Background: an optimization exercise with open tools, aiming at small area, a short achievable clock period and few clock cycles per item. Do not read the settings as production practice. Where RTL was checked, it was by simulation tests only, not by an equivalence proof against the original. The RTL of runs 2 and 3 was laid out without a check of its function.

==> flow/design.v (outline; a module is shown in full before it is edited, if it fits) <==
// module lattice_interp: 1665 lines
// module lattice_fa: 10 lines
module lattice_interp (
  input  wire        clk,
  input  wire        rst,
  input  wire        in_valid,
  input  wire [63:0] in_x,         
  output wire        in_ready,
  output reg         mem_rd,
  output reg  [16:0] mem_addr,
  input  wire [15:0] mem_rdata,    
  output reg         out_valid,
  output reg  [15:0] out_y
);
  // ...
==> flow/flow/run.sh <==
#!/bin/bash
# Standard layout, with plain buffers (buf_2) on the ports instead of the
# delay buffers the port-buffering step picks by default.
set -euo pipefail
bash standard.sh "BUFFER_PORTS_ARGS=-buffer_cell sky130_fd_sc_hd__buf_2" finish > standard.log 2>&1
==> flow/standard.sh <==
#!/bin/bash
# synth_recipe.tcl (not shown) runs the flow's synth.tcl, then flattens the netlist and writes it again
# the make line also repeats each setting of config.mk as NAME=value (left out here)
make -C /OpenROAD-flow-scripts/flow DESIGN_CONFIG=/design/flow/config.mk WORK_HOME=/design/flow/orfs CLKGATE_MAP_FILE= SYNTH_SCRIPT=/design/flow/synth_recipe.tcl "${@:-finish}"
==> flow/config.mk <==
export PLATFORM = sky130hd
export DESIGN_NAME = lattice_interp
export DESIGN_NICKNAME = lattice_interp
export VERILOG_FILES = /design/flow/design.v
export SDC_FILE = /design/flow/constraint.sdc
export NUM_CORES = 4
export LEC_CHECK = 0
export CAP_MARGIN = 20
export CORE_MARGIN = 2
export CORE_UTILIZATION = 40
export CTS_BUF_LIST = sky130_fd_sc_hd__clkbuf_4
export SLEW_MARGIN = 20
export SYNTH_HIERARCHICAL = 1
==> flow/constraint.sdc <==
create_clock -name core_clock -period 10.0 [get_ports {clk}]
set_input_delay 2.0000 -clock core_clock [delete_from_list [all_inputs] [get_ports {clk}]]
set_output_delay 2.0000 -clock core_clock [all_outputs]
set_load 0.01 [all_outputs]
==> Flow_metrics.wiki, run 1 <==
{| class="wikitable"
! Metric !! Value
|-
| Largest contributor to cell area by class || multi-input combinational cells
|-
| Met2 usage || 32.8%
|-
| Number of stages on the worst setup path || 7
|-
| Hpwl dp || 38,300 um
|-
| Synthesized area divided by synthesized cell count || 11.2 um2
|-
| Via-per-instance ratio || 5.20
|-
| Net count reported at finish || 2,475
|-
| Post-synthesis mux area share || 1.65%
|-
| Number of global-route vias before repair || 15,000
|-
| Footprint of the multi-input gates || 0.0130 mm2
|-
| DP Worst Slack || 5940 ps
|-
| Clock sinks || 278
|-
| Worst Hold Launch || w_reg[10]$_DFF_P_
|-
| Largest net degree at the start of global routing || 68
|-
| Compound-gate portion of the synthesized area || 7.73%
|-
| End point of the worst hold path || w2[10]$_DFF_P_
|-
| Clock buffer count from CTS || 81
|-
| Cts-stage hold buffer count || 0
|-
| Clock tree from TritonCTS || built
|-
| Final critical delay including setup and external delays || 4100 ps
|-
| Setup repair after global routing missed its margin || false
|-
| Filler cell count in the final layout || 4,753
|-
| Worst-Margin Slew || 879 ps
|-
| Reg2reg path depth || 7
|-
| WP data required || 10,650 ps
|-
| First drt pass iteration count || 5
|-
| Fin Clk Skew || 33.9 ps
|-
| Cell type contributing the most total cell area after synthesis || sky130_fd_sc_hd__fa_1
|-
| Number of multi-input combinational cells in the layout || 1,337
|-
| Crit path launch || rd_r[11]$_DFF_P_
|-
| Outcome || timing/DRC/antenna clean
|-
| Number of hold-slack violations in the final timing report || 0
|-
| Dominant combinational cell family by area after synthesis || adder cells
|-
| M3 GR Usage || 5.00%
|-
| Upper clock frequency limit || 244 MHz
|-
| EDFF count, synth || 80
|-
| Layout Cells excl Fill || 2,648
|}
Testbench counts, summed over its fixed seeds: cycles 9,405, items 2,048.
==> inputs of run 2 (changes only) <==
--- a/flow/design.v
+++ b/flow/design.v
@@ -1,26 +1,26 @@
 module lattice_interp (
   input  wire        clk,
   input  wire        rst,
   input  wire        in_valid,
   input  wire [63:0] in_x,         
-  output wire        in_ready,
+  output reg         in_ready,
   output reg         mem_rd,
   output reg  [16:0] mem_addr,
   input  wire [15:0] mem_rdata,    
   output reg         out_valid,
   output reg  [15:0] out_y
 );
   reg  [63:0] x_r;         
   reg         act;         
   reg         lastc;       
   reg         fc;          
   reg  [3:0]  done;        
-  assign in_ready = ~act;
+  wire [3:0]  one_x = {&in_x[63:48], &in_x[47:32], &in_x[31:16], &in_x[15:0]};
   wire [15:0] f0 = {x_r[11:0],  x_r[15:12]};
   wire [15:0] f1 = {x_r[27:16], x_r[31:28]};
   wire [15:0] f2 = {x_r[43:32], x_r[47:44]};
   wire [15:0] f3 = {x_r[59:48], x_r[63:60]};
   wire [15:0] ib = {x_r[63:60], x_r[47:44], x_r[31:28], x_r[15:12]};
   wire g01 = f0 >= f1, g02 = f0 >= f2, g03 = f0 >= f3;
   wire g12 = f1 >= f2, g13 = f1 >= f3, g23 = f2 >= f3;
   wire g10 = f1 >= f0, g20 = f2 >= f0, g30 = f3 >= f0;
@@ -46,198 +46,222 @@
   lattice_fa ad_5u (.a(ib[2]), .b(ib[6]), .c(ib[10]), .s(ad_5s), .co(ad_5c));
   wire ad_6s, ad_6c;
   lattice_fa ad_6u (.a(ib[14]), .b(ad_2c), .c(ad_5s), .s(ad_6s), .co(ad_6c));
   wire ad_7s, ad_7c;
   lattice_fa ad_7u (.a(ib[3]), .b(ib[7]), .c(ib[11]), .s(ad_7s), .co(ad_7c));
   wire ad_8s, ad_8c;
   lattice_fa ad_8u (.a(ib[15]), .b(ad_5c), .c(ad_7s), .s(ad_8s), .co(ad_8c));
   wire ad_9s, ad_9c;
-  lattice_fa ad_9u (.a(ib[4]), .b(ib[12]), .c(ad_7c), .s(ad_9s), .co(ad_9c));
+  lattice_fa ad_9u (.a(done[0]), .b(done[1]), .c(done[2]), .s(ad_9s), .co(ad_9c));
   wire ad_10s, ad_10c;
-  lattice_fa ad_10u (.a(ib[5]), .b(ib[8]), .c(ib[13]), .s(ad_10s), .co(ad_10c));
-  wire ad_11 = ib[12] ^ ad_10s;
-  wire ad_12 = ib[12] & ad_10s;
+  lattice_fa ad_10u (.a(done[3]), .b(ib[4]), .c(ib[12]), .s(ad_10s), .co(ad_10c));
+  wire ad_11s, ad_11c;
+  lattice_fa ad_11u (.a(ad_9s), .b(ad_7c), .c(ad_10s), .s(ad_11s), .co(ad_11c));
+  wire ad_12s, ad_12c;
+  lattice_fa ad_12u (.a(ib[5]), .b(ib[8]), .c(ib[13]), .s(ad_12s), .co(ad_12c));
   wire ad_13s, ad_13c;
-  lattice_fa ad_13u (.a(ib[6]), .b(ib[9]), .c(ib[14]), .s(ad_13s), .co(ad_13c));
-  wire ad_14s, ad_14c;
-  lattice_fa ad_14u (.a(ib[13]), .b(ad_10c), .c(ad_13s), .s(ad_14s), .co(ad_14c));
-  wire ad_15s, ad_15c;
-  lattice_fa ad_15u (.a(ib[7]), .b(ib[10]), .c(ib[15]), .s(ad_15s), .co(ad_15c));
+  lattice_fa ad_13u (.a(ib[12]), .b(ad_9c), .c(ad_10c), .s(ad_13s), .co(ad_13c));
+  wire ad_14 = ad_12s ^ ad_13s;
+  wire ad_15 = ad_12s & ad_13s;
   wire ad_16s, ad_16c;
-  lattice_fa ad_16u (.a(ib[14]), .b(ad_13c), .c(ad_15s), .s(ad_16s), .co(ad_16c));
+  lattice_fa ad_16u (.a(ib[6]), .b(ib[9]), .c(ib[14]), .s(ad_16s), .co(ad_16c));
   wire ad_17s, ad_17c;
-  lattice_fa ad_17u (.a(ib[11]), .b(ib[8]), .c(ib[15]), .s(ad_17s), .co(ad_17c));
-  wire ad_18s, ad_18c;
-  lattice_fa ad_18u (.a(ib[12]), .b(ad_15c), .c(ad_17s), .s(ad_18s), .co(ad_18c));
-  wire ad_19s, ad_19c;
-  lattice_fa ad_19u (.a(ib[9]), .b(ib[13]), .c(ib[12]), .s(ad_19s), .co(ad_19c));
-  wire ad_20 = ad_17c ^ ad_19s;
-  wire ad_21 = ad_17c & ad_19s;
-  wire ad_22s, ad_22c;
-  lattice_fa ad_22u (.a(ib[10]), .b(ib[14]), .c(ib[13]), .s(ad_22s), .co(ad_22c));
-  wire ad_23 = ad_19c ^ ad_22s;
-  wire ad_24 = ad_19c & ad_22s;
+  lattice_fa ad_17u (.a(ib[13]), .b(ad_12c), .c(ad_16s), .s(ad_17s), .co(ad_17c));
+  wire ad_18 = ad_13c ^ ad_17s;
+  wire ad_19 = ad_13c & ad_17s;
+  wire ad_20s, ad_20c;
+  lattice_fa ad_20u (.a(ib[7]), .b(ib[10]), .c(ib[15]), .s(ad_20s), .co(ad_20c));
+  wire ad_21s, ad_21c;
+  lattice_fa ad_21u (.a(ib[14]), .b(ad_16c), .c(ad_20s), .s(ad_21s), .co(ad_21c));
+  wire ad_22 = ad_17c ^ ad_21s;
+  wire ad_23 = ad_17c & ad_21s;
+  wire ad_24s, ad_24c;
+  lattice_fa ad_24u (.a(done[1]), .b(done[3]), .c(ib[11]), .s(ad_24s), .co(ad_24c));
   wire ad_25s, ad_25c;
-  lattice_fa ad_25u (.a(ib[11]), .b(ib[15]), .c(ib[14]), .s(ad_25s), .co(ad_25c));
-  wire ad_26 = ad_22c ^ ad_25s;
-  wire ad_27 = ad_22c & ad_25s;
-  wire ad_28s, ad_28c;
-  lattice_fa ad_28u (.a(ib[15]), .b(ib[12]), .c(ad_25c), .s(ad_28s), .co(ad_28c));
-  wire ad_29 = fc ? ib[12] : mem_addr[0];
-  wire ad_30 = fc ? ad_2s : mem_addr[1];
-  wire ad_31 = fc ? ad_4 : mem_addr[2];
-  wire ad_32 = fc ? ad_6c : mem_addr[3];
-  wire ad_33 = fc ? ad_8c : mem_addr[4];
-  wire ad_34 = fc ? ad_9c : mem_addr[5];
-  wire ad_35 = fc ? ad_12 : mem_addr[6];
-  wire ad_36 = fc ? ad_14c : mem_addr[7];
-  wire ad_37 = fc ? ad_16c : mem_addr[8];
-  wire ad_38 = fc ? ad_18c : mem_addr[9];
-  wire ad_39 = fc ? ad_21 : mem_addr[10];
-  wire ad_40 = fc ? ad_24 : mem_addr[11];
-  wire ad_41 = fc ? ad_27 : mem_addr[12];
-  wire ad_42 = fc ? ib[13] : mem_addr[13];
-  wire ad_43 = fc ? ib[14] : mem_addr[14];
-  wire ad_44 = fc ? ib[15] : mem_addr[15];
-  wire ad_45 = fc ? 1'b0 : mem_addr[16];
-  wire ad_46 = fc ? ad_1s : inc_tp[0];
-  wire ad_47 = fc ? ad_3 : inc_tp[1];
-  wire ad_48 = fc ? ad_6s : inc_tp[2];
-  wire ad_49 = fc ? ad_8s : inc_tp[3];
-  wire ad_50 = fc ? ad_9s : inc_tp[4];
-  wire ad_51 = fc ? ad_11 : inc_tp[5];
-  wire ad_52 = fc ? ad_14s : inc_tp[6];
-  wire ad_53 = fc ? ad_16s : inc_tp[7];
-  wire ad_54 = fc ? ad_18s : inc_tp[8];
-  wire ad_55 = fc ? ad_20 : inc_tp[9];
-  wire ad_56 = fc ? ad_23 : inc_tp[10];
-  wire ad_57 = fc ? ad_26 : inc_tp[11];
-  wire ad_58 = fc ? ad_28s : inc_tp[12];
-  wire ad_59 = fc ? ad_28c : inc_tp[13];
-  wire ad_60 = fc ? 1'b0 : inc_tp[14];
-  wire ad_61 = fc ? 1'b0 : inc_tp[15];
-  wire ad_62 = fc ? 1'b0 : inc_tp[16];
-  wire ad_63 = ad_29 ^ ad_46;
-  wire ad_64 = ad_30 ^ ad_47;
-  wire ad_65 = ad_31 ^ ad_48;
-  wire ad_66 = ad_32 ^ ad_49;
-  wire ad_67 = ad_33 ^ ad_50;
-  wire ad_68 = ad_34 ^ ad_51;
-  wire ad_69 = ad_35 ^ ad_52;
-  wire ad_70 = ad_36 ^ ad_53;
-  wire ad_71 = ad_37 ^ ad_54;
-  wire ad_72 = ad_38 ^ ad_55;
-  wire ad_73 = ad_39 ^ ad_56;
-  wire ad_74 = ad_40 ^ ad_57;
-  wire ad_75 = ad_41 ^ ad_58;
-  wire ad_76 = ad_42 ^ ad_59;
+  lattice_fa ad_25u (.a(ib[8]), .b(ib[15]), .c(ib[12]), .s(ad_25s), .co(ad_25c));
+  wire ad_26s, ad_26c;
+  lattice_fa ad_26u (.a(ad_20c), .b(ad_24s), .c(ad_25s), .s(ad_26s), .co(ad_26c));
+  wire ad_27 = ad_21c ^ ad_26s;
+  wire ad_28 = ad_21c & ad_26s;
+  wire ad_29s, ad_29c;
+  lattice_fa ad_29u (.a(done[2]), .b(done[3]), .c(ib[9]), .s(ad_29s), .co(ad_29c));
+  wire ad_30s, ad_30c;
+  lattice_fa ad_30u (.a(ib[13]), .b(ib[12]), .c(ad_24c), .s(ad_30s), .co(ad_30c));
+  wire ad_31s, ad_31c;
+  lattice_fa ad_31u (.a(ad_25c), .b(ad_29s), .c(ad_30s), .s(ad_31s), .co(ad_31c));
+  wire ad_32 = ad_26c ^ ad_28;
+  wire ad_33 = ad_26c & ad_28;
+  wire ad_34s, ad_34c;
+  lattice_fa ad_34u (.a(ib[10]), .b(ib[14]), .c(ib[13]), .s(ad_34s), .co(ad_34c));
+  wire ad_35s, ad_35c;
+  lattice_fa ad_35u (.a(ad_29c), .b(ad_34s), .c(ad_30c), .s(ad_35s), .co(ad_35c));
+  wire ad_36 = ad_35s ^ ad_31c;
+  wire ad_37 = ad_35s & ad_31c;
+  wire ad_38s, ad_38c;
+  lattice_fa ad_38u (.a(ib[11]), .b(ib[15]), .c(ib[14]), .s(ad_38s), .co(ad_38c));
+  wire ad_39s, ad_39c;
+  lattice_fa ad_39u (.a(ad_34c), .b(ad_38s), .c(ad_35c), .s(ad_39s), .co(ad_39c));
+  wire ad_40s, ad_40c;
+  lattice_fa ad_40u (.a(done[2]), .b(done[3]), .c(ib[15]), .s(ad_40s), .co(ad_40c));
+  wire ad_41s, ad_41c;
+  lattice_fa ad_41u (.a(ib[12]), .b(ad_38c), .c(ad_40s), .s(ad_41s), .co(ad_41c));
+  wire ad_42s, ad_42c;
+  lattice_fa ad_42u (.a(done[3]), .b(ib[13]), .c(ad_40c), .s(ad_42s), .co(ad_42c));
+  wire ad_43 = fc ? ib[12] : mem_addr[0];
+  wire ad_44 = fc ? ad_2s : mem_addr[1];
+  wire ad_45 = fc ? ad_4 : mem_addr[2];
+  wire ad_46 = fc ? ad_6c : mem_addr[3];
+  wire ad_47 = fc ? ad_8c : mem_addr[4];
+  wire ad_48 = fc ? ad_11c : mem_addr[5];
+  wire ad_49 = fc ? ad_15 : mem_addr[6];
+  wire ad_50 = fc ? ad_19 : mem_addr[7];
+  wire ad_51 = fc ? ad_23 : mem_addr[8];
+  wire ad_52 = fc ? ad_31s : mem_addr[9];
+  wire ad_53 = fc ? ad_33 : mem_addr[10];
+  wire ad_54 = fc ? ad_37 : mem_addr[11];
+  wire ad_55 = fc ? ad_39c : mem_addr[12];
+  wire ad_56 = fc ? ad_41c : mem_addr[13];
+  wire ad_57 = fc ? ib[14] : mem_addr[14];
+  wire ad_58 = fc ? ib[15] : mem_addr[15];
+  wire ad_59 = fc ? done[3] : mem_addr[16];
+  wire ad_60 = fc ? ad_1s : inc_tp[0];
+  wire ad_61 = fc ? ad_3 : inc_tp[1];
+  wire ad_62 = fc ? ad_6s : inc_tp[2];
+  wire ad_63 = fc ? ad_8s : inc_tp[3];
+  wire ad_64 = fc ? ad_11s : inc_tp[4];
+  wire ad_65 = fc ? ad_14 : inc_tp[5];
+  wire ad_66 = fc ? ad_18 : inc_tp[6];
+  wire ad_67 = fc ? ad_22 : inc_tp[7];
+  wire ad_68 = fc ? ad_27 : inc_tp[8];
+  wire ad_69 = fc ? ad_32 : inc_tp[9];
+  wire ad_70 = fc ? ad_36 : inc_tp[10];
+  wire ad_71 = fc ? ad_39s : inc_tp[11];
+  wire ad_72 = fc ? ad_41s : inc_tp[12];
+  wire ad_73 = fc ? ad_42s : inc_tp[13];
+  wire ad_74 = fc ? ad_42c : inc_tp[14];
+  wire ad_75 = fc ? 1'b0 : inc_tp[15];
+  wire ad_76 = fc ? 1'b0 : inc_tp[16];
   wire ad_77 = ad_43 ^ ad_60;
   wire ad_78 = ad_44 ^ ad_61;
   wire ad_79 = ad_45 ^ ad_62;
-  wire ad_80 = ad_29 & ad_46;
-  wire ad_81 = ad_30 & ad_47;
-  wire ad_82 = ad_31 & ad_48;
-  wire ad_83 = ad_32 & ad_49;
-  wire ad_84 = ad_33 & ad_50;
-  wire ad_85 = ad_34 & ad_51;
-  wire ad_86 = ad_35 & ad_52;
-  wire ad_87 = ad_36 & ad_53;
-  wire ad_88 = ad_37 & ad_54;
-  wire ad_89 = ad_38 & ad_55;
-  wire ad_90 = ad_39 & ad_56;
-  wire ad_91 = ad_40 & ad_57;
-  wire ad_92 = ad_41 & ad_58;
-  wire ad_93 = ad_42 & ad_59;
+  wire ad_80 = ad_46 ^ ad_63;
+  wire ad_81 = ad_47 ^ ad_64;
+  wire ad_82 = ad_48 ^ ad_65;
+  wire ad_83 = ad_49 ^ ad_66;
+  wire ad_84 = ad_50 ^ ad_67;
+  wire ad_85 = ad_51 ^ ad_68;
+  wire ad_86 = ad_52 ^ ad_69;
+  wire ad_87 = ad_53 ^ ad_70;
+  wire ad_88 = ad_54 ^ ad_71;
+  wire ad_89 = ad_55 ^ ad_72;
+  wire ad_90 = ad_56 ^ ad_73;
+  wire ad_91 = ad_57 ^ ad_74;
+  wire ad_92 = ad_58 ^ ad_75;
+  wire ad_93 = ad_59 ^ ad_76;
   wire ad_94 = ad_43 & ad_60;
   wire ad_95 = ad_44 & ad_61;
   wire ad_96 = ad_45 & ad_62;
-  wire ad_97 = ad_81 | (ad_64 & ad_80);
-  wire ad_98 = ad_64 & ad_63;
-  wire ad_99 = ad_83 | (ad_66 & ad_82);
-  wire ad_100 = ad_66 & ad_65;
-  wire ad_101 = ad_85 | (ad_68 & ad_84);
-  wire ad_102 = ad_68 & ad_67;
-  wire ad_103 = ad_87 | (ad_70 & ad_86);
-  wire ad_104 = ad_70 & ad_69;
-  wire ad_105 = ad_89 | (ad_72 & ad_88);
-  wire ad_106 = ad_72 & ad_71;
-  wire ad_107 = ad_91 | (ad_74 & ad_90);
-  wire ad_108 = ad_74 & ad_73;
-  wire ad_109 = ad_93 | (ad_76 & ad_92);
-  wire ad_110 = ad_76 & ad_75;
+  wire ad_97 = ad_46 & ad_63;
+  wire ad_98 = ad_47 & ad_64;
+  wire ad_99 = ad_48 & ad_65;
+  wire ad_100 = ad_49 & ad_66;
+  wire ad_101 = ad_50 & ad_67;
+  wire ad_102 = ad_51 & ad_68;
+  wire ad_103 = ad_52 & ad_69;
+  wire ad_104 = ad_53 & ad_70;
+  wire ad_105 = ad_54 & ad_71;
+  wire ad_106 = ad_55 & ad_72;
+  wire ad_107 = ad_56 & ad_73;
+  wire ad_108 = ad_57 & ad_74;
+  wire ad_109 = ad_58 & ad_75;
+  wire ad_110 = ad_59 & ad_76;
   wire ad_111 = ad_95 | (ad_78 & ad_94);
   wire ad_112 = ad_78 & ad_77;
-  wire ad_113 = ad_82 | (ad_65 & ad_97);
-  wire ad_114 = ad_65 & ad_98;
-  wire ad_115 = ad_99 | (ad_100 & ad_97);
-  wire ad_116 = ad_100 & ad_98;
-  wire ad_117 = ad_86 | (ad_69 & ad_101);
-  wire ad_118 = ad_69 & ad_102;
-  wire ad_119 = ad_103 | (ad_104 & ad_101);
-  wire ad_120 = ad_104 & ad_102;
-  wire ad_121 = ad_90 | (ad_73 & ad_105);
-  wire ad_122 = ad_73 & ad_106;
-  wire ad_123 = ad_107 | (ad_108 & ad_105);
-  wire ad_124 = ad_108 & ad_106;
-  wire ad_125 = ad_94 | (ad_77 & ad_109);
-  wire ad_126 = ad_77 & ad_110;
-  wire ad_127 = ad_111 | (ad_112 & ad_109);
-  wire ad_128 = ad_112 & ad_110;
-  wire ad_129 = ad_84 | (ad_67 & ad_115);
-  wire ad_130 = ad_67 & ad_116;
-  wire ad_131 = ad_101 | (ad_102 & ad_115);
-  wire ad_132 = ad_102 & ad_116;
+  wire ad_113 = ad_97 | (ad_80 & ad_96);
+  wire ad_114 = ad_80 & ad_79;
+  wire ad_115 = ad_99 | (ad_82 & ad_98);
+  wire ad_116 = ad_82 & ad_81;
+  wire ad_117 = ad_101 | (ad_84 & ad_100);
+  wire ad_118 = ad_84 & ad_83;
+  wire ad_119 = ad_103 | (ad_86 & ad_102);
+  wire ad_120 = ad_86 & ad_85;
+  wire ad_121 = ad_105 | (ad_88 & ad_104);
+  wire ad_122 = ad_88 & ad_87;
+  wire ad_123 = ad_107 | (ad_90 & ad_106);
+  wire ad_124 = ad_90 & ad_89;
+  wire ad_125 = ad_109 | (ad_92 & ad_108);
+  wire ad_126 = ad_92 & ad_91;
+  wire ad_127 = ad_96 | (ad_79 & ad_111);
+  wire ad_128 = ad_79 & ad_112;
+  wire ad_129 = ad_113 | (ad_114 & ad_111);
+  wire ad_130 = ad_114 & ad_112;
+  wire ad_131 = ad_100 | (ad_83 & ad_115);
+  wire ad_132 = ad_83 & ad_116;
   wire ad_133 = ad_117 | (ad_118 & ad_115);
   wire ad_134 = ad_118 & ad_116;
-  wire ad_135 = ad_119 | (ad_120 & ad_115);
-  wire ad_136 = ad_120 & ad_116;
-  wire ad_137 = ad_92 | (ad_75 & ad_123);
-  wire ad_138 = ad_75 & ad_124;
-  wire ad_139 = ad_109 | (ad_110 & ad_123);
-  wire ad_140 = ad_110 & ad_124;
+  wire ad_135 = ad_104 | (ad_87 & ad_119);
+  wire ad_136 = ad_87 & ad_120;
+  wire ad_137 = ad_121 | (ad_122 & ad_119);
+  wire ad_138 = ad_122 & ad_120;
+  wire ad_139 = ad_108 | (ad_91 & ad_123);
+  wire ad_140 = ad_91 & ad_124;
   wire ad_141 = ad_125 | (ad_126 & ad_123);
   wire ad_142 = ad_126 & ad_124;
-  wire ad_143 = ad_127 | (ad_128 & ad_123);
-  wire ad_144 = ad_128 & ad_124;
-  wire ad_145 = ad_88 | (ad_71 & ad_135);
-  wire ad_146 = ad_71 & ad_136;
-  wire ad_147 = ad_105 | (ad_106 & ad_135);
-  wire ad_148 = ad_106 & ad_136;
-  wire ad_149 = ad_121 | (ad_122 & ad_135);
-  wire ad_150 = ad_122 & ad_136;
-  wire ad_151 = ad_123 | (ad_124 & ad_135);
-  wire ad_152 = ad_124 & ad_136;
-  wire ad_153 = ad_137 | (ad_138 & ad_135);
-  wire ad_154 = ad_138 & ad_136;
-  wire ad_155 = ad_139 | (ad_140 & ad_135);
-  wire ad_156 = ad_140 & ad_136;
-  wire ad_157 = ad_141 | (ad_142 & ad_135);
-  wire ad_158 = ad_142 & ad_136;
-  wire ad_159 = ad_143 | (ad_144 & ad_135);
-  wire ad_160 = ad_144 & ad_136;
-  wire ad_161 = ad_96 | (ad_79 & ad_159);
-  wire ad_162 = ad_79 & ad_160;
-  wire ad_163 = ad_64 ^ ad_80;
-  wire ad_164 = ad_65 ^ ad_97;
-  wire ad_165 = ad_66 ^ ad_113;
-  wire ad_166 = ad_67 ^ ad_115;
-  wire ad_167 = ad_68 ^ ad_129;
-  wire ad_168 = ad_69 ^ ad_131;
-  wire ad_169 = ad_70 ^ ad_133;
-  wire ad_170 = ad_71 ^ ad_135;
-  wire ad_171 = ad_72 ^ ad_145;
-  wire ad_172 = ad_73 ^ ad_147;
-  wire ad_173 = ad_74 ^ ad_149;
-  wire ad_174 = ad_75 ^ ad_151;
-  wire ad_175 = ad_76 ^ ad_153;
-  wire ad_176 = ad_77 ^ ad_155;
-  wire ad_177 = ad_78 ^ ad_157;
-  wire ad_178 = ad_79 ^ ad_159;
-  assign addr_nx = {ad_178, ad_177, ad_176, ad_175, ad_174, ad_173, ad_172, ad_171, ad_170, ad_169, ad_168, ad_167, ad_166, ad_165, ad_164, ad_163, ad_63};
+  wire ad_143 = ad_98 | (ad_81 & ad_129);
+  wire ad_144 = ad_81 & ad_130;
+  wire ad_145 = ad_115 | (ad_116 & ad_129);
+  wire ad_146 = ad_116 & ad_130;
+  wire ad_147 = ad_131 | (ad_132 & ad_129);
+  wire ad_148 = ad_132 & ad_130;
+  wire ad_149 = ad_133 | (ad_134 & ad_129);
+  wire ad_150 = ad_134 & ad_130;
+  wire ad_151 = ad_106 | (ad_89 & ad_137);
+  wire ad_152 = ad_89 & ad_138;
+  wire ad_153 = ad_123 | (ad_124 & ad_137);
+  wire ad_154 = ad_124 & ad_138;
+  wire ad_155 = ad_139 | (ad_140 & ad_137);
+  wire ad_156 = ad_140 & ad_138;
+  wire ad_157 = ad_141 | (ad_142 & ad_137);
+  wire ad_158 = ad_142 & ad_138;
+  wire ad_159 = ad_102 | (ad_85 & ad_149);
+  wire ad_160 = ad_85 & ad_150;
+  wire ad_161 = ad_119 | (ad_120 & ad_149);
+  wire ad_162 = ad_120 & ad_150;
+  wire ad_163 = ad_135 | (ad_136 & ad_149);
+  wire ad_164 = ad_136 & ad_150;
+  wire ad_165 = ad_137 | (ad_138 & ad_149);
+  wire ad_166 = ad_138 & ad_150;
+  wire ad_167 = ad_151 | (ad_152 & ad_149);
+  wire ad_168 = ad_152 & ad_150;
+  wire ad_169 = ad_153 | (ad_154 & ad_149);
+  wire ad_170 = ad_154 & ad_150;
+  wire ad_171 = ad_155 | (ad_156 & ad_149);
+  wire ad_172 = ad_156 & ad_150;
+  wire ad_173 = ad_157 | (ad_158 & ad_149);
+  wire ad_174 = ad_158 & ad_150;
+  wire ad_175 = ad_110 | (ad_93 & ad_173);
+  wire ad_176 = ad_93 & ad_174;
+  wire ad_177 = ad_78 ^ ad_94;
+  wire ad_178 = ad_79 ^ ad_111;
+  wire ad_179 = ad_80 ^ ad_127;
+  wire ad_180 = ad_81 ^ ad_129;
+  wire ad_181 = ad_82 ^ ad_143;
+  wire ad_182 = ad_83 ^ ad_145;
+  wire ad_183 = ad_84 ^ ad_147;
+  wire ad_184 = ad_85 ^ ad_149;
+  wire ad_185 = ad_86 ^ ad_159;
+  wire ad_186 = ad_87 ^ ad_161;
+  wire ad_187 = ad_88 ^ ad_163;
+  wire ad_188 = ad_89 ^ ad_165;
+  wire ad_189 = ad_90 ^ ad_167;
+  wire ad_190 = ad_91 ^ ad_169;
+  wire ad_191 = ad_92 ^ ad_171;
+  wire ad_192 = ad_93 ^ ad_173;
+  assign addr_nx = {ad_192, ad_191, ad_190, ad_189, ad_188, ad_187, ad_186, ad_185, ad_184, ad_183, ad_182, ad_181, ad_180, ad_179, ad_178, ad_177, ad_77};
   wire [3:0]  bs = act ? top : 4'd0;
   wire [15:0] b  = ({16{bs[0]}} & f0) | ({16{bs[1]}} & f1) |
                    ({16{bs[2]}} & f2) | ({16{bs[3]}} & f3);
   reg  [15:0] b_r, b_rr, w_reg, w2;
   reg         fc_d;
   wire [15:0] wa = fc_d ? 16'hffff : b_rr;
   wire [15:0] wn;
   wire ws_1 = wa[0] ^ ~b_r[0];
@@ -1628,23 +1652,27 @@
     lo_r     <= acc[15:0];
     out_y    <= fin ? acc[31:16] : fcy ? fh1 : out_y;
     first1   <= fc;
     first2   <= first1;
     first3   <= first2;
     mem_addr <= addr_nx;
     tp       <= bs;
     if (!act) begin
-      x_r  <= in_x;
-      done <= 4'd0;
+      x_r  <= {in_x[63:60] & ~{4{one_x[3]}}, in_x[59:48],
+               in_x[47:44] & ~{4{one_x[2]}}, in_x[43:32],
+               in_x[31:28] & ~{4{one_x[1]}}, in_x[27:16],
+               in_x[15:12] & ~{4{one_x[0]}}, in_x[11:0]};
+      done <= one_x;
     end else begin
       done <= done | top;
     end
     if (rst) begin
       act       <= 1'b0;
+      in_ready  <= 1'b1;
       lastc     <= 1'b0;
       fc        <= 1'b0;
       mem_rd    <= 1'b0;
       last1     <= 1'b0;
       last2     <= 1'b0;
       last3     <= 1'b0;
       fin       <= 1'b0;
       fin2      <= 1'b0;
@@ -1655,16 +1683,17 @@
       last2     <= last1;
       last3     <= last2;
       fin       <= last3;
       fin2      <= fin;
       out_valid <= fin2;
       fc        <= ~act & in_valid;
       lastc     <= act & ~more;
       act       <= act ? more : in_valid;
+      in_ready  <= act ? ~more : ~in_valid;
     end
   end
 endmodule
 module lattice_fa (
   input  wire a,
   input  wire b,
   input  wire c,
   output wire s,
==> flow/flow/run.sh (replaced) <==
#!/bin/bash
# Standard layout, with plain buffers (buf_1) on the ports instead of the
# delay buffers the port-buffering step picks by default, and timing repair
# aiming at a shorter period than the 10 ns clock.
set -euo pipefail
bash standard.sh "BUFFER_PORTS_ARGS=-buffer_cell sky130_fd_sc_hd__buf_1" SETUP_SLACK_MARGIN=6.3 finish > standard.log 2>&1
==> flow/config.mk (replaced) <==
export PLATFORM = sky130hd
export DESIGN_NAME = lattice_interp
export DESIGN_NICKNAME = lattice_interp
export VERILOG_FILES = /design/flow/design.v
export SDC_FILE = /design/flow/constraint.sdc
export NUM_CORES = 4
export LEC_CHECK = 0
export CAP_MARGIN = 20
export CORE_MARGIN = 2
export CORE_UTILIZATION = 40
export CTS_BUF_LIST = sky130_fd_sc_hd__clkbuf_16
export CTS_CLUSTER_DIAMETER = 80
export CTS_CLUSTER_SIZE = 25
export SLEW_MARGIN = 20
export SYNTH_HIERARCHICAL = 1
==> Flow_metrics.wiki, run 2 <==
{| class="wikitable"
! Metric !! Value
|-
| Synthesis-to-layout area growth || 13.8%
|-
| Hpwl dp || 42,200 um (+10%)
|-
| Synthesized net count || 2,476
|-
| Filler cell count in the final layout || 4,823 (+1.5%)
|-
| Largest net degree at the start of global routing || 68 (unchanged)
|-
| Final critical delay including setup and external delays || 3850 ps (-246 ps)
|-
| EDFF count, synth || 80 (unchanged)
|-
| Post-synthesis cell type count || 74
|-
| Buffer cell driving the clock tree root || sky130_fd_sc_hd__clkbuf_16
|-
| Cell type contributing the most total cell area after synthesis || sky130_fd_sc_hd__fa_1
|-
| Via-per-instance ratio || 5.36 (+2.9%)
|-
| Quantity of I/O buffers inserted on ports || 118
|-
| Post-synthesis cell count || 1,909
|-
| Syn Std Cell Area || 0.0209 mm2
|-
| Worst slew margin relative to its limit || 41.2%
|-
| Number of diodes added for antenna fixing || 0
|-
| Width of the die || 233 um
|-
| First drt pass iteration count || 5 (unchanged)
|-
| Starting density of the core || 40.6%
|-
| Count of nets left with antenna violations after detail routing || 0
|-
| Wire length per cell || 20.2 um
|-
| I/O pin count || 119
|-
| Min-delay worst type || flop to flop
|-
| CP Max Fanout || 6
|-
| Number of violations of the max-capacitance limit || 0
|-
| Async S/R FF share, synth || 0%
|-
| Number of hold-slack violations in the final timing report || 0 (unchanged)
|-
| Kind of start point of the critical path || flop
|-
| Synthesis-stage register bit count || 279
|-
| Insertion delay to the later sink of the worst-skew pair || 570 ps
|-
| Most frequent cell after synthesis || sky130_fd_sc_hd__nand2_1
|-
| DRC violations left || 0
|-
| Num rows || 83
|-
| Setup-violating endpoint count in the final report || 0
|-
| Synthesized area divided by synthesized cell count || 10.9 um2 (-2.0%)
|-
| Register ranked first by flip-flop count || x_r
|-
| Clock slew at reported path FFs || 100 ps
|-
| Initial antenna violation count || 2
|-
| DRT iter0 DRCs || 995
|-
| Data arrival at the endpoint of the critical path || 4310 ps
|-
| Outcome || timing/DRC/antenna clean
|-
| Slew Viols, Final || 0
|-
| Biggest area contributors in the synthesized netlist || sky130_fd_sc_hd__fa_1, sky130_fd_sc_hd__dfxtp_1, sky130_fd_sc_hd__edfxtp_1
|-
| Global router's overall resource usage || 20.8%
|-
| Number of stages on the worst hold path || 0
|-
| Global-route wire length before repair || 86,900 um
|-
| Die H || 233 um
|-
| Total number of vias || 14,800
|-
| Most used cells in the layout excluding fill and tap cells || sky130_fd_sc_hd__nand2_1, sky130_fd_sc_hd__fa_1, sky130_fd_sc_hd__ha_1
|-
| Core area || 0.0515 mm2
|-
| Largest buffer count on any clock path || 3
|-
| Most common cell after layout, fill and taps aside || sky130_fd_sc_hd__nand2_1
|-
| Max reg flops || 64
|-
| Final wirelength || 55,900 um
|-
| Fin Clk Skew || 33.2 ps (-0.691 ps)
|-
| Congestion Overflow GR || 0
|-
| Share of the synthesized area in the top cell type || 28.4%
|-
| Start-to-end type of the worst setup path || flop to flop
|-
| Post-synthesis sequential area ratio || 30.6%
|-
| Reg2reg path depth || 12 (+5)
|-
| CTS H-tree lvls || 1
|-
| Net count reported at finish || 2,640 (+6.7%)
|-
| Worst-Margin Slew || 881 ps (+2.23 ps)
|-
| Number of global-route vias before repair || 15,600 (+3.9%)
|-
| Prevailing post-synth register cell || sky130_fd_sc_hd__dfxtp_1
|-
| WP data required || 10,450 ps (-200 ps)
|-
| Clock sinks || 279 (+0.36%)
|-
| Commonest cells post-synth || sky130_fd_sc_hd__nand2_1, sky130_fd_sc_hd__fa_1, sky130_fd_sc_hd__dfxtp_1
|-
| Die area || 0.0541 mm2
|-
| Clock tree from TritonCTS || built
|-
| Upper clock frequency limit || 260 MHz (+6.4%)
|-
| Kind of end point of the critical path || flop
|-
| Final clock period utilization by the worst path || 38.5%
|-
| Ratio of cells with drive above 1 in the final layout || 14.7%
|-
| Clock buffer count from CTS || 22 (-73%)
|-
| Largest registers ranked by flip-flop count || x_r: 64 flops, accn_c: 32 flops, accn_s: 32 flops
|-
| Placer Congestion || 0.916
|-
| Yosys warnings || 7
|-
| Setup_tns || 0 ps
|-
| Setup repair after global routing missed its margin || true
|}
-- run 2: path summary, 6_finish.rpt --
kind,from,endpoint,slack (ps)
hold reg to reg,w_reg[4]$_DFF_P_,w2[4]$_DFF_P_,330
setup / recovery,x_r[62]$_DFFE_PN_,mem_addr[16]$_DFF_P_,6150
setup reg to reg,x_r[62]$_DFFE_PN_,mem_addr[16]$_DFF_P_,6150
hold / removal,w_reg[4]$_DFF_P_,w2[4]$_DFF_P_,330
-- run 2: area by class of cell --
| type | count | area (um2) | area share (%) |
|---|---|---|---|
| Multi-Input combinational cell | 1437 | 13900 | 58.2 |
| Tap cell | 680 | 851 | 3.58 |
| Sequential cell | 279 | 6510 | 27.4 |
| Timing Repair Buffer | 229 | 1370 | 5.77 |
| Inverter | 104 | 390 | 1.64 |
| Clock buffer | 24 | 601 | 2.52 |
| Clock inverter | 16 | 214 | 0.899 |
-- run 2: through the flow --
step	area [um2]	setup WS [ps]	util (%)	std cells	hold slack, ps
6_report	23800	6150	46.2	2769	328
3_3_place_gp	21900	5820	42.6	2625	310
3_5_place_dp	21900	5750	42.6	2625	312
2_1_floorplan	21000	6130	-	1909	310
4_1_cts	23000	6150	44.7	2683	330
5_1_grt	23800	6030	46.2	2769	333
-- run 2: cells by family after synthesis --
group           after synthesis  share of synthesized area [%]
buf+inv                     193                           3.66
mux                          29                           1.54
compound gates              219                           7.59
fa+ha+maj                   484                           39.6
xor+xnor                     53                           2.22
flops                       279                           30.6
simple gates                652                           14.8
-- run 2: what timing repair did --
action / CTS / global route
cloned: 0 / 1
pin swaps: 9 / 6
setup endpoints to repair: 27 / 21
buffers inserted: 18 / 85
hold buffers: 0 / 0
gates resized for setup: 65 / 21
-- run 2: Yosys stat by module, one instance, submodules excluded --
| module | cells inside | flops+latches | copies in the design |
|---|---|---|---|
| lattice_fa | 1 | 0 | 281 |
| lattice_interp | 1628 | 279 | 1 |
-- run 2: metal layers --
metal | global-route usage, % | routed length (um) | up-vias
li1 | - | - | 6776
met1 | 26.4 | 22900 | 7289
met2 | 34.3 | 26400 | 583
met3 | 4.77 | 4140 | 180
met4 | 8.64 | 2460 | 2
met5 | 0 | 11 | -
-- run 2: worst max-delay path: stages, from the launching register on --
cell	delay [ps]
sky130_fd_sc_hd__edfxtp_1	510
sky130_fd_sc_hd__fa_1	570
sky130_fd_sc_hd__fa_1	480
sky130_fd_sc_hd__ha_4	190
sky130_fd_sc_hd__mux2_4	270
sky130_fd_sc_hd__ha_4	170
sky130_fd_sc_hd__or4_4	530
sky130_fd_sc_hd__o21ai_2	170
sky130_fd_sc_hd__a21boi_2	80
sky130_fd_sc_hd__o31a_1	320
sky130_fd_sc_hd__o211ai_1	210
sky130_fd_sc_hd__xor2_1	170
sky130_fd_sc_hd__mux2i_1	90
==> inputs of run 3 (changes only) <==
==> flow/flow/run.sh (replaced) <==
#!/bin/bash
# Standard layout, with plain buffers (buf_2) on the ports instead of the
# delay buffers the port-buffering step picks by default, and timing repair
# aiming at a shorter period than the 10 ns clock.
set -euo pipefail
bash standard.sh "BUFFER_PORTS_ARGS=-buffer_cell sky130_fd_sc_hd__buf_2" SETUP_SLACK_MARGIN=6.3 finish > standard.log 2>&1
==> Flow_metrics.wiki, run 3 <==
{| class="wikitable"
! Metric !! Value
|-
| Start-to-end type of the worst setup path || flop to flop
|-
| Share of the synthesized area in the top cell type || 28.4% (unchanged)
|-
| Met2 usage || 34.3% (about the same)
|-
| Fin Clk Skew || 29.7 ps (-3.57 ps)
|-
| Worst r2r src || x_r[63]$_DFFE_PN_
|-
| CP Cell Sequence || fa_1 -> fa_1 -> ha_1 -> mux2_4 -> ha_4 -> or4_4 -> o21ai_4 -> a21boi_2 -> o31a_1 -> o211ai_1 -> xor2_1 -> mux2i_1
|-
| Global router's overall resource usage || 20.6% (-0.27 points)
|-
| Ratio of cells with drive above 1 in the final layout || 18.7% (+4.0 points)
|-
| Yosys warnings || 7 (unchanged)
|-
| Count of nets left with antenna violations after detail routing || 0 (unchanged)
|-
| Setup-violating endpoint count in the final report || 0 (unchanged)
|-
| Dominant delay contributor by cell family on the critical path || adder cells
|-
| Placed cell count || 2,624 (-0.038%)
|-
| Slew Viols, Final || 0 (unchanged)
|-
| Cts-stage hold buffer count || 0 (unchanged)
|-
| Post-synthesis cell type count || 74 (unchanged)
|-
| First drt pass iteration count || 5 (unchanged)
|-
| Starting density of the core || 40.6% (unchanged)
|-
| Synthesized net count || 2,476 (unchanged)
|-
| Outcome || timing/DRC/antenna clean
|-
| Prevailing post-synth register cell || sky130_fd_sc_hd__dfxtp_1
|-
| Layout Cells excl Fill || 2,734 (-1.3%)
|-
| Most common cell after layout, fill and taps aside || sky130_fd_sc_hd__nand2_1
|-
| I/O pin count || 119 (unchanged)
|-
| Number of global-route vias before repair || 15,700 (+0.42%)
|-
| Num rows || 83 (unchanged)
|-
| Worst slew margin relative to its limit || 43.2% (+2.0 points)
|-
| Setup_tns || 0 ps (unchanged)
|-
| Buffer cell driving the clock tree root || sky130_fd_sc_hd__clkbuf_16
|-
| Kind of start point of the critical path || flop
|-
| Most used cells in the layout excluding fill and tap cells || sky130_fd_sc_hd__nand2_1, sky130_fd_sc_hd__fa_1, sky130_fd_sc_hd__ha_1
|-
| DRT iter0 DRCs || 1,015 (+2.0%)
|-
| Width of the die || 233 um (unchanged)
|-
| Most frequent cell after synthesis || sky130_fd_sc_hd__nand2_1
|-
| End point of the worst hold path || w2[9]$_DFF_P_
|-
| Synthesis-to-layout area growth || 13.0%
|-
| Largest buffer count on any clock path || 3 (unchanged)
|-
| Register ranked first by flip-flop count || x_r
|-
| Biggest area contributors in the synthesized netlist || sky130_fd_sc_hd__fa_1, sky130_fd_sc_hd__dfxtp_1, sky130_fd_sc_hd__edfxtp_1
|-
| Filler cell count in the final layout || 4,825 (+0.041%)
|-
| Number of stages on the worst hold path || 0 (unchanged)
|-
| Largest registers ranked by flip-flop count || x_r: 64 flops, accn_c: 32 flops, accn_s: 32 flops
|-
| Clock buffer count from CTS || 22 (unchanged)
|-
| Reg2reg path depth || 12 (unchanged)
|-
| Min-delay worst type || flop to flop
|-
| DRC violations left || 0 (unchanged)
|-
| Clock tree from TritonCTS || built
|-
| Kind of end point of the critical path || flop
|-
| Synthesized area divided by synthesized cell count || 10.9 um2 (unchanged)
|-
| Delay of the slowest critical-path stage || 540 ps (-30 ps)
|-
| Insertion delay to the later sink of the worst-skew pair || 560 ps (about the same)
|-
| Most frequent cell on the critical path || sky130_fd_sc_hd__fa_1
|-
| Number of diodes added for antenna fixing || 0 (unchanged)
|-
| Wire length per cell || 20.0 um (-0.66%)
|-
| Cell at the slowest stage of the critical path || sky130_fd_sc_hd__fa_1
|-
| Die H || 233 um (unchanged)
|-
| Quantity of I/O buffers inserted on ports || 118 (unchanged)
|-
| Data arrival at the endpoint of the critical path || 4300 ps (about the same)
|-
| Worst path bufs/invs || 0 (unchanged)
|-
| Number of violations of the max-capacitance limit || 0 (unchanged)
|-
| EDFF count, synth || 80 (unchanged)
|-
| Max reg flops || 64 (unchanged)
|-
| Clock sinks || 279 (unchanged)
|-
| Hpwl dp || 41,700 um (-1.3%)
|-
| Synthesis-stage register bit count || 279 (unchanged)
|-
| Reg-to-reg endpoint || mem_addr[16]$_DFF_P_
|-
| M3 GR Usage || 3.63% (-1.1 points)
|-
| Core area || 0.0515 mm2 (unchanged)
|-
| Worst Hold Launch || w_reg[9]$_DFF_P_
|-
| Initial antenna violation count || 2 (unchanged)
|-
| CTS H-tree lvls || 1 (unchanged)
|-
| Upper clock frequency limit || 259 MHz (-0.33%)
|-
| Commonest cells post-synth || sky130_fd_sc_hd__nand2_1, sky130_fd_sc_hd__fa_1, sky130_fd_sc_hd__dfxtp_1
|-
| Largest net degree at the start of global routing || 63 (-7.4%)
|-
| Number of hold-slack violations in the final timing report || 0 (unchanged)
|-
| Congestion Overflow GR || 0 (unchanged)
|-
| WP data required || 10,430 ps (-20 ps)
|-
| Post-synthesis cell count || 1,909 (unchanged)
|-
| Setup slack of the worst register-to-register path || 6130 ps (about the same)
|-
| Net count reported at finish || 2,605 (-1.3%)
|-
| Post-synthesis sequential area ratio || 30.6% (unchanged)
|-
| Final wirelength || 54,800 um (-1.9%)
|-
| Total area of sequential cells || 0.00651 mm2 (about the same)
|-
| Busiest metal layer after global routing || met2
|-
| Via-per-instance ratio || 5.37 (+0.36%)
|-
| Clock slew at reported path FFs || 90 ps (about the same)
|-
| Final critical delay including setup and external delays || 3870 ps (+12.6 ps)
|-
| Worst-Margin Slew || 845 ps (-36.5 ps)
|-
| Syn Std Cell Area || 0.0209 mm2 (unchanged)
|-
| Async S/R FF share, synth || 0% (unchanged)
|-
| Placer Congestion || 0.961 (+4.9%)
|-
| Global-route wire length before repair || 86,500 um (-0.53%)
|-
| Met1 layer usage reported by global route || 26.9% (+0.47 points)
|-
| Die area || 0.0541 mm2 (unchanged)
|-
| CP Max Fanout || 6 (unchanged)
|-
| Total number of vias || 14,700 (-0.91%)
|-
| Final clock period utilization by the worst path || 38.7% (+0.13 points)
|-
| Footprint of the multi-input gates || 0.0138 mm2 (about the same)
|-
| Setup repair after global routing missed its margin || true
|-
| Cell type contributing the most total cell area after synthesis || sky130_fd_sc_hd__fa_1
|}
-- run 3: cell types whose count changed in the layout (fill, tap and decap cells not counted), sizes merged --
cell / before / now
clkbuf: 28 / 25
clkinv: 6 / 5
inv: 114 / 116
buf: 225 / 192
-- run 3: modules after synthesis (local to each module, per instance) --
module	flip-flops and latches	cells	times used	cell area [um2]
lattice_fa	0	1	281	20.0
lattice_interp	279	1628	1	15300
-- run 3: how the worst max path moves through the flow --
stage                            from                    to  slack, ps  cells past startpoint
global route        x_r[63]$_DFFE_PN_  mem_addr[16]$_DFF_P_       6000                     12
CTS                 x_r[63]$_DFFE_PN_  mem_addr[14]$_DFF_P_       6140                     12
detailed placement  x_r[62]$_DFFE_PN_  mem_addr[16]$_DFF_P_       5790                     12
floorplan           x_r[62]$_DFFE_PN_  mem_addr[16]$_DFF_P_       6130                     12
global placement    x_r[62]$_DFFE_PN_  mem_addr[16]$_DFF_P_       5810                     12
finish              x_r[63]$_DFFE_PN_  mem_addr[16]$_DFF_P_       6130                     12
-- run 3: cells by family after synthesis --
group                    Yosys count  synth area share, %
flip-flops                       279                 30.6
AO/OA/AOI/OAI                    219                 7.59
XOR/XNOR                          53                 2.22
AND/OR/NAND/NOR                  652                 14.8
buffers and inverters            193                 3.66
multiplexers                      29                 1.54
adder cells (fa/ha/maj)          484                 39.6
-- run 3: what timing repair did --
action	in CTS	in global routing
buffers inserted	17	52
resized for setup	62	20
pin swaps	5	7
setup endpoints to repair	27	20
gates cloned	0	1
-- run 3: cell type report --
class | count | share of cell area [%]
clock buffers | 23 | 2.44
inverters | 104 | 1.65
repair buffers | 194 | 5.26
flip-flops and latches | 279 | 27.6
well taps | 680 | 3.60
multi-input cells | 1437 | 58.6
clock inverters | 17 | 0.853
-- run 3: metal layers --
metal  up-vias  wire [um]
met2       523      25900
met3       137       3500
met4         0       2090
met1      7325      23300
met5         -          0
li1       6710          -
-- run 3: stage by stage --
stage / worst slack [ps] / utilization, % / hold WS [ps] / cell area [um2]
after floorplan: 6130 / - / 310 / 21000
after detailed placement: 5790 / 42.8 / 312 / 22100
final: 6130 / 45.8 / 325 / 23600
after global routing: 6000 / 45.8 / 331 / 23600
after CTS: 6140 / 44.9 / 324 / 23100
after global placement: 5810 / 42.8 / 310 / 22100

## afterwards: timing with drivers on the ports
In the flow no input, the clock included, has a driving cell. The finished layouts below were timed again as built, in two steps.
Step 1 (the two cells are an assumption about what drives the block):
set clk [get_ports {clk}]
set_driving_cell -lib_cell sky130_fd_sc_hd__clkbuf_16 $clk
set_driving_cell -lib_cell sky130_fd_sc_hd__buf_2 [delete_from_list [all_inputs] $clk]
Step 2 adds t to the input delays and takes it off the output delays; t is the mean of the earliest and latest rising clock arrival at the registers after step 1. Input paths then give back, and output paths get back, about the clock's delay inside the block.
Three values: no drivers, after step 1, after step 2; two values: the first two.
run | t, ns | setup WS [ns] | hold WS [ns] | clock arrival spread, ns
run 1 | 0.845 | 5.901 / 5.901 / 5.901 | 0.320 / 0.320 / 0.320 | 0.051 / 0.051
run 2 | 0.605 | 6.147 / 6.147 / 6.147 | 0.328 / 0.328 / 0.328 | 0.036 / 0.035
run 3 | 0.601 | 6.134 / 6.134 / 6.134 | 0.325 / 0.325 / 0.325 | 0.035 / 0.035
After both steps setup and hold are still met in every run listed.
